This is an optimization exercise on Yosys and OpenROAD, whose aim is small area, a short achievable clock period and few clock cycles per item, not a production implementation. Only simulation tests tie the RTL to the original design; equivalence was not proved. Power is estimated from default activity; no workload was simulated.

==> design/flow/design.v <==
module se_list_unit (
    input             clk,
    input             rst,
    input             start,
    input      [4:0]  cfg_m,
    output            idle,
    input             in_valid,
    output            in_ready,
    input      [31:0] in_score,
    input      [63:0] in_id,
    input             in_last,
    output            out_valid,
    input             out_ready,
    output     [31:0] out_key,
    output     [63:0] out_id,
    output            out_last,
    output            rec_valid,
    output     [4:0]  rec_count,
    output     [31:0] rec_scored,
    output     [31:0] rec_nan,
    output     [31:0] rec_dup,
    output     [31:0] rec_tail,
    output     [31:0] rec_max_key,
    output     [31:0] rec_edge_key,
    output     [31:0] rec_edge_ties
);
    localparam M = 8;
    localparam S_IDLE    = 2'd0;
    localparam S_COLLECT = 2'd1;
    localparam S_DONE    = 2'd2;
    reg [1:0]  state;
    reg [4:0]  lim;
    reg [4:0]  cnt;
    reg [4:0]  n_final;
    reg [31:0] keys [0:M-1];
    reg [63:0] ids  [0:M-1];
    reg [31:0] scored, nan_cnt, dup_cnt, tail_cnt, max_key, edge_key, edge_ties;
    wire        c_nan = (in_score[30:23] == 8'hFF) && (in_score[22:0] != 23'd0);
    wire [31:0] s_pz  = (in_score == 32'h8000_0000) ? 32'h0 : in_score;
    wire [31:0] c_key = s_pz[31] ? ~s_pz : (s_pz | 32'h8000_0000);
    wire full = (cnt == lim);
    reg [M-1:0] valid_e;     
    reg [M-1:0] above;       
    reg [M-1:0] id_hit;      
    reg [M-1:0] key_gt;      
    integer i;
    always @* begin
        for (i = 0; i < M; i = i + 1) begin
            valid_e[i] = (i < cnt);
            key_gt[i]  = c_key > keys[i];
            id_hit[i]  = valid_e[i] && (ids[i] == in_id);
            above[i]   = !valid_e[i] || key_gt[i] ||
                         ((c_key == keys[i]) && (in_id < ids[i]));
        end
    end
    wire is_dup  = |id_hit;
    wire dup_upd = |(id_hit & key_gt);
    reg [4:0] p;
    reg [4:0] j;              
    reg [4:0] hit_idx;
    integer k;
    always @* begin
        p = M[4:0];
        for (k = M - 1; k >= 0; k = k - 1)
            if (above[k]) p = k[4:0];
        hit_idx = 5'd0;
        for (k = 0; k < M; k = k + 1)
            if (id_hit[k]) hit_idx = k[4:0];
        if (is_dup)
            j = hit_idx;
        else if (full)
            j = lim - 5'd1;
        else
            j = cnt;
    end
    wire accept  = in_valid && in_ready;
    wire do_new  = accept && !c_nan && !is_dup;
    wire ins_new = do_new && (!full || above[lim-1]);
    wire do_ins  = ins_new || (accept && !c_nan && dup_upd);
    wire to_tail = do_new && full;
    wire [31:0] low_key  = keys[lim-1];
    wire [31:0] tail_key = above[lim-1] ? low_key : c_key;
    reg [31:0] nkeys [0:M-1];
    reg [63:0] nids  [0:M-1];
    always @* begin
        nkeys[0] = (do_ins && p == 5'd0) ? c_key : keys[0];
        nids[0]  = (do_ins && p == 5'd0) ? in_id : ids[0];
        for (i = 1; i < M; i = i + 1) begin
            nkeys[i] = keys[i];
            nids[i]  = ids[i];
            if (do_ins) begin
                if (i == p) begin
                    nkeys[i] = c_key;
                    nids[i]  = in_id;
                end else if (i > p && i <= j) begin
                    nkeys[i] = keys[i-1];
                    nids[i]  = ids[i-1];
                end
            end
        end
    end
    wire [4:0]  ncnt     = (ins_new && !full) ? cnt + 5'd1 : cnt;
    wire        nfull    = (ncnt == lim);
    wire [31:0] nlow_key = nkeys[lim-1];
    wire        reedge   = nfull && (nlow_key != edge_key);
    assign in_ready      = (state == S_COLLECT);
    assign idle          = (state == S_IDLE) || ((state == S_DONE) && (cnt == 5'd0));
    assign out_valid     = (state == S_DONE) && (cnt != 5'd0);
    assign out_key       = keys[0];
    assign out_id        = ids[0];
    assign out_last      = (cnt == 5'd1);
    assign rec_valid     = (state == S_DONE);
    assign rec_count     = n_final;
    assign rec_scored    = scored;
    assign rec_nan       = nan_cnt;
    assign rec_dup       = dup_cnt;
    assign rec_tail      = tail_cnt;
    assign rec_max_key   = max_key;
    assign rec_edge_key  = edge_key;
    assign rec_edge_ties = edge_ties;
    always @(posedge clk) begin
        if (rst) begin
            state <= S_IDLE;
            cnt   <= 5'd0;
        end else begin
            case (state)
            S_IDLE, S_DONE: begin
                if (start && idle) begin
                    state     <= S_COLLECT;
                    lim       <= cfg_m;
                    cnt       <= 5'd0;
                    scored    <= 32'd0;
                    nan_cnt   <= 32'd0;
                    dup_cnt   <= 32'd0;
                    tail_cnt  <= 32'd0;
                    max_key   <= 32'd0;
                    edge_key  <= 32'd0;
                    edge_ties <= 32'd0;
                end else if (out_valid && out_ready) begin
                    for (i = 0; i < M - 1; i = i + 1) begin
                        keys[i] <= keys[i+1];
                        ids[i]  <= ids[i+1];
                    end
                    cnt <= cnt - 5'd1;
                end
            end
            S_COLLECT: begin
                if (accept) begin
                    if (c_nan) begin
                        if (nan_cnt != 32'hFFFF_FFFF)
                            nan_cnt <= nan_cnt + 32'd1;
                    end else if (is_dup) begin
                        dup_cnt <= dup_cnt + 32'd1;
                    end else begin
                        scored <= scored + 32'd1;
                        if (c_key > max_key)
                            max_key <= c_key;
                    end
                    if (to_tail)
                        tail_cnt <= tail_cnt + 32'd1;
                    for (i = 0; i < M; i = i + 1) begin
                        keys[i] <= nkeys[i];
                        ids[i]  <= nids[i];
                    end
                    cnt <= ncnt;
                    if (nfull) begin
                        edge_key <= nlow_key;
                        if (reedge)
                            edge_ties <= (to_tail && tail_key == nlow_key) ? 32'd1 : 32'd0;
                        else if (to_tail && tail_key == nlow_key)
                            edge_ties <= edge_ties + 32'd1;
                    end
                    if (in_last) begin
                        state   <= S_DONE;
                        n_final <= ncnt;
                    end
                end
            end
            default: state <= S_IDLE;
            endcase
        end
    end
endmodule
==> design/flow/run.sh <==
#!/bin/bash
# synth_recipe.tcl (not shown) runs the flow's synth.tcl, then flattens the netlist and writes it again
# the make line also repeats each setting of config.mk as NAME=value (left out here)
make -C /OpenROAD-flow-scripts/flow DESIGN_CONFIG=/design/flow/config.mk WORK_HOME=/design/flow/orfs CLKGATE_MAP_FILE= SYNTH_SCRIPT=/design/flow/synth_recipe.tcl finish
==> design/flow/config.mk <==
export PLATFORM = sky130hd
export DESIGN_NAME = se_list_unit
export DESIGN_NICKNAME = se_list_unit
export VERILOG_FILES = /design/flow/design.v
export SDC_FILE = /design/flow/constraint.sdc
export NUM_CORES = 4
export LEC_CHECK = 0
export CAP_MARGIN = 20
export CORE_MARGIN = 2
export CORE_UTILIZATION = 25
export GPL_ROUTABILITY_DRIVEN = 1
export PLACE_DENSITY = 0.3
export SLEW_MARGIN = 20
==> design/flow/constraint.sdc <==
create_clock -name core_clock -period 18.0 [get_ports {clk}]
set_input_delay 3.6000 -clock core_clock [delete_from_list [all_inputs] [get_ports {clk}]]
set_output_delay 3.6000 -clock core_clock [all_outputs]
set_load 0.01 [all_outputs]
==> summary.txt <==
| Metric | Value | Unit |
|:---|:---|:---|
| Outcome | finished clean | - |
| Global-route congestion overflow total | 0 | - |
| Slowest CP cell | a2111oi_1 | - |
| Post-DP HPWL | 379.5 | mm |
| Design internal power | 5112 | uW |
| Top cell family by delay on the critical path | simple AND/OR/NAND/NOR gates | - |
| TritonCTS clock tree | done | - |
| Via total after detailed routing | 78300 | - |
| Crit path to | edge_ties[29] | - |
| Warnings from Yosys | 5 | - |
| Asr flop ratio synth | 0 | - |
| Crit. Startpoint | in_score[10] | - |
| Count of input and output buffers | 436 | - |
| Worst-case clock buffer depth | 4 | - |
| Worst supply voltage drop on vdd | 0.00006641 | V |
| Power Dens Cells | 85.85 | nW/um^2 |
| Reported net switching power | 3059 | uW |
| WP data required | 18.51 | ns |
| Startpoint Class | input pin | - |
| Post-detailed-route wirelength per cell | 36.74 | um |
| Maximum fanout along the worst path | 32 | - |
| Depth of the critical timing path with buffers and inverters included | 31 | - |
| Maximum clock rate | 63.59 | MHz |
| Share of total power in combinational logic | 0.278 | - |
| Initial cell density of the core | 0.2508 | - |
| DRC violation count after routing | 0 | - |
| Via count of the first global-routing pass | 76220 | - |
| Setup repair after global routing missed its margin | no | - |
| Top cell by count, worst path | buf_4 | - |
| Aggregate negative setup slack | 0 | ns |
| Worst reg2reg path endpoint | edge_ties[29] | - |
| Die area | 322900 | sq um |
| Setup slack, reg-to-reg | 7.46 | ns |
| Delay of the slowest cell on the worst path | 0.94 | ns |
| Worst Hold Class | flop to flop | - |
| Period utilisation layout | 0.8736 | - |
| CTS H-tree depth | 4 | - |
| Resize count post-CTS | 0 | - |
| Floorplan Core Area | 317300 | sq um |
| Post-synthesis to final-layout area growth | 19.59 | % |
| Filler cell count in the final layout | 33550 | - |
| Final Hold Fails | 0 | - |
| Number of buffers inserted during clock tree synthesis | 156 | - |
| Sequential-to-total area share from yosys stat | 0.3798 | - |
| Clock share of power | 0.378 | - |
| Final Core Density | 0.3000 | - |
| Placed Cells incl. Taps | 13520 | - |
| Worst path arrival time | 16.24 | ns |
| Synthesized area per cell | 8.726 | sq um |
| Commonest non-fill, non-tap cell in the layout | nand2_1 | - |
| Most frequent cells in the layout | nand2_1, edfxtp_1, inv_1 | - |
| Global placer's final weighted congestion | 0.9654 | - |
| Crit Path Category | input pin to flop | - |
| Drt pass-1 iters | 14 | - |
| Worst reg2reg startpoint | keys[0][1] | - |
| Crit path buf inv count | 7 | - |
| Quantity of hold-fixing buffers added after cts | 0 | - |
| Leakage | 0.03683 | uW |
| Wire length of the first global-routing pass | 681.8 | mm |
| Overall global routing resource usage | 0.3040 | - |
| Antenna violations before repair | 42 | - |
| Transition time at the pin with the least slew margin | 1.224 | ns |
| Row count | 207 | - |
| Total of endpoints with negative setup slack in the final report | 0 | - |
| Ratio of cells with drive above 1 in the final layout | 0.08022 | - |
| Slew margin rel. | 0.1723 | - |
| Number of max-capacitance violations reported | 0 | - |
| Switching power as a share of total power | 0.3744 | - |
| Cell count after synthesis | 9121 | - |
| Post-detailed-route via-to-cell ratio | 5.670 | - |
| Final Critical Period | 15.72 | ns |
| Number of DRC violations after detailed-routing iteration 0 | 8273 | - |
| Number of sinks handled by clock tree synthesis | 1009 | - |
| Final max-slew violation count | 0 | - |
| Seq pwr share | 0.344 | - |
| Number of nets with antenna violations after detailed routing | 0 | - |
| Number of ports placed on the die boundary | 437 | - |
| Critical Path End Type | flop | - |
| Top FF cell, synth | edfxtp_1 | - |
| Reg area | 30230 | sq um |
| Setup Skew | 0.04973 | ns |
| Maximum number of pins on one net before global-route repair | 185 | - |
| Post-Syn Nets | 10040 | - |
| CTS Root Cell | clkbuf_16 | - |
| Die Span Y | 568.2 | um |
| Post-layout net count | 10420 | - |
| Post-synth EDFFs | 1002 | - |
| Post-CTS setup buffer count | 0 | - |
| Hold Crit Start | keys[7][8] | - |
| Total wirelength of the detailed-routed design | 507.4 | mm |
| Layout Cells excl Fill | 13810 | - |
| Clock latency on the worst-skew pair | 0.87 | ns |
| Area used by multi-input combinational logic | 44240 | sq um |
| Area of the mapped netlist | 79590 | sq um |
| Width of the die | 568.2 | um |
| Number of cells on the worst reg-to-reg path | 22 | - |
| Seq cells post-synth | 1009 | - |
| Clock slew seen by the registers of the worst setup and hold paths | 0.06 | ns |
| Yosys cell types | 114 | - |
## worst reg2reg max path, cell delays in order (launching register included)
cell and delay [ns]:
edfxtp_1 0.90, inv_1 0.44, ha_1 0.43, and4_1 0.44
nor4b_4 0.64, nand2_1 0.12, a22o_1 0.38, or3_4 0.46
nor2_4 0.38, o22ai_1 0.16, a2111o_1 0.51, o21a_2 0.46
buf_4 0.33, o21ai_2 0.83, o32a_1 0.30, o2111ai_1 0.40
o21ai_0 0.70, o221a_2 0.29, nand4_1 0.17, or4_1 0.57
or4_1 0.64, a21boi_4 0.20, buf_4 0.42
## logic make-up (layout without fill, tap and decap cells)
group           count (synthesis)  count (layout)  synth area share
compound gates               2594            2594            0.2109
fa+ha+maj                     813             813            0.1278
buf+inv                      1450            1940           0.07298
xor+xnor                      212             212           0.02333
flops                        1009            1009            0.3798
other cells                     0              18                 0
mux                           164             164           0.02066
simple gates                 2879            2879            0.1645
## how the worst min path moves through the flow
stage | to | slack [ns] | cells past startpoint
floorplan | keys[6][8] | 0.52 | 1
global placement | keys[6][8] | 0.53 | 1
detailed placement | keys[6][8] | 0.54 | 1
CTS | keys[6][8] | 0.55 | 1
global route | keys[6][8] | 0.58 | 1
finish | keys[6][8] | 0.54 | 1
## final cells by class
type / count / area share
flip-flops and latches: 1009 / 0.3176
repair buffers: 804 / 0.07715
inverters: 869 / 0.03443
well taps: 4180 / 0.05495
clock buffers: 194 / 0.04319
diodes: 18 / 0.0004733
multi-input cells: 6662 / 0.4649
clock inverters: 73 / 0.007336
## Yosys cell counts, types with 30 or more instances
library cell  count  area [sq um]
nand2_1        1207          4531
edfxtp_1       1002         30090
inv_1           866          3251
ha_1            813         10170
nor2_1          699          2624
o21ai_0         691          3458
a21oi_1         542          2713
clkbuf_1        393          1475
a31oi_1         263          1645
nand4_1         241          1508
nand3_1         222          1111
xor2_1          164          1436
mux2i_1         162          1622
o22ai_1         146         913.4
nor3_1          138         690.7
a22oi_1         136          1021
a211oi_1        130         975.9
a221oi_1         86         753.2
a221o_1          67         670.6
o221ai_1         66         578.1
and3_1           65         406.6
o211ai_1         64         480.5
buf_4            63         473.0
nor4_1           63         394.1
buf_1            62         232.7
a21o_1           58         435.4
and2_1           51         319.1
xnor2_1          48         420.4
buf_2            47         235.2
o31ai_1          43         322.8
nor2b_1          39         244.0
or3_1            39         244.0
o221a_2          30         337.8
## metal layers
layer	routed length [um]	global-route usage
met4	27670	0.1438
met2	232700	0.4960
met5	127	0
met1	211700	0.3870
met3	35140	0.05471
## per-stage QoR
step	cell area (sq um)	power (uW)	hold WS, ns	setup WS, ns
floorplan	79590	3914	0.5210	4.432
global placement	90090	5070	0.5307	0.5401
detailed placement	90270	5064	0.5364	1.357
CTS	95080	8210	0.5452	2.263
global route	95130	8420	0.5761	2.177
finish	95180	8171	0.5411	2.275
## sequential cells by signal (all words and copies together) (netlist names)
| name | cells |
|---|---|
| ids | 512 |
| keys | 256 |
| dup_cnt | 32 |
| edge_key | 32 |
| edge_ties | 32 |
| max_key | 32 |
| nan_cnt | 32 |
| scored | 32 |
| tail_cnt | 32 |
| cnt | 5 |
| lim | 5 |
| n_final | 5 |
| state | 2 |
## power groups by stage
stage                     Clock [uW]  Combinational (uW)  Sequential [uW]
after floorplan                    0                1090             2830
after global placement             0                2210             2860
after detailed placement           0                2210             2860
after CTS                       3190                2220             2810
after global routing            3240                2360             2820
final                           3090                2270             2810
Testbench counts, summed over its fixed seeds: cycles 49,095, offers 47,503.

## separate check: timing with driven ports
No port has a modelled driver above. Below, the same layout with a new extraction and two added sets of constraints.
Step 1 sets driving cells, clkbuf_16 on the clock port and buf_2 on the other inputs (assumed; they add their load-dependent delay and slew).
Step 2, shift: input delay + t, output delay - t, t = (earliest + latest rising clock arrival at the registers) / 2. This alone moves slack from input paths to output paths.
Slacks: no drivers / after step 1 / after step 2; pairs: no drivers / after step 1.
t (ns): 0.948
setup slack, ns: 2.275 / 2.351 / 1.403
hold slack, ns: 0.541 / 0.541 / 0.541
pins driven straight from the clock port: 1
After both steps setup and hold are still met in this run. For this run, drivers alone change the setup slack by +0.076 ns; drivers and shift together by -0.872 ns.
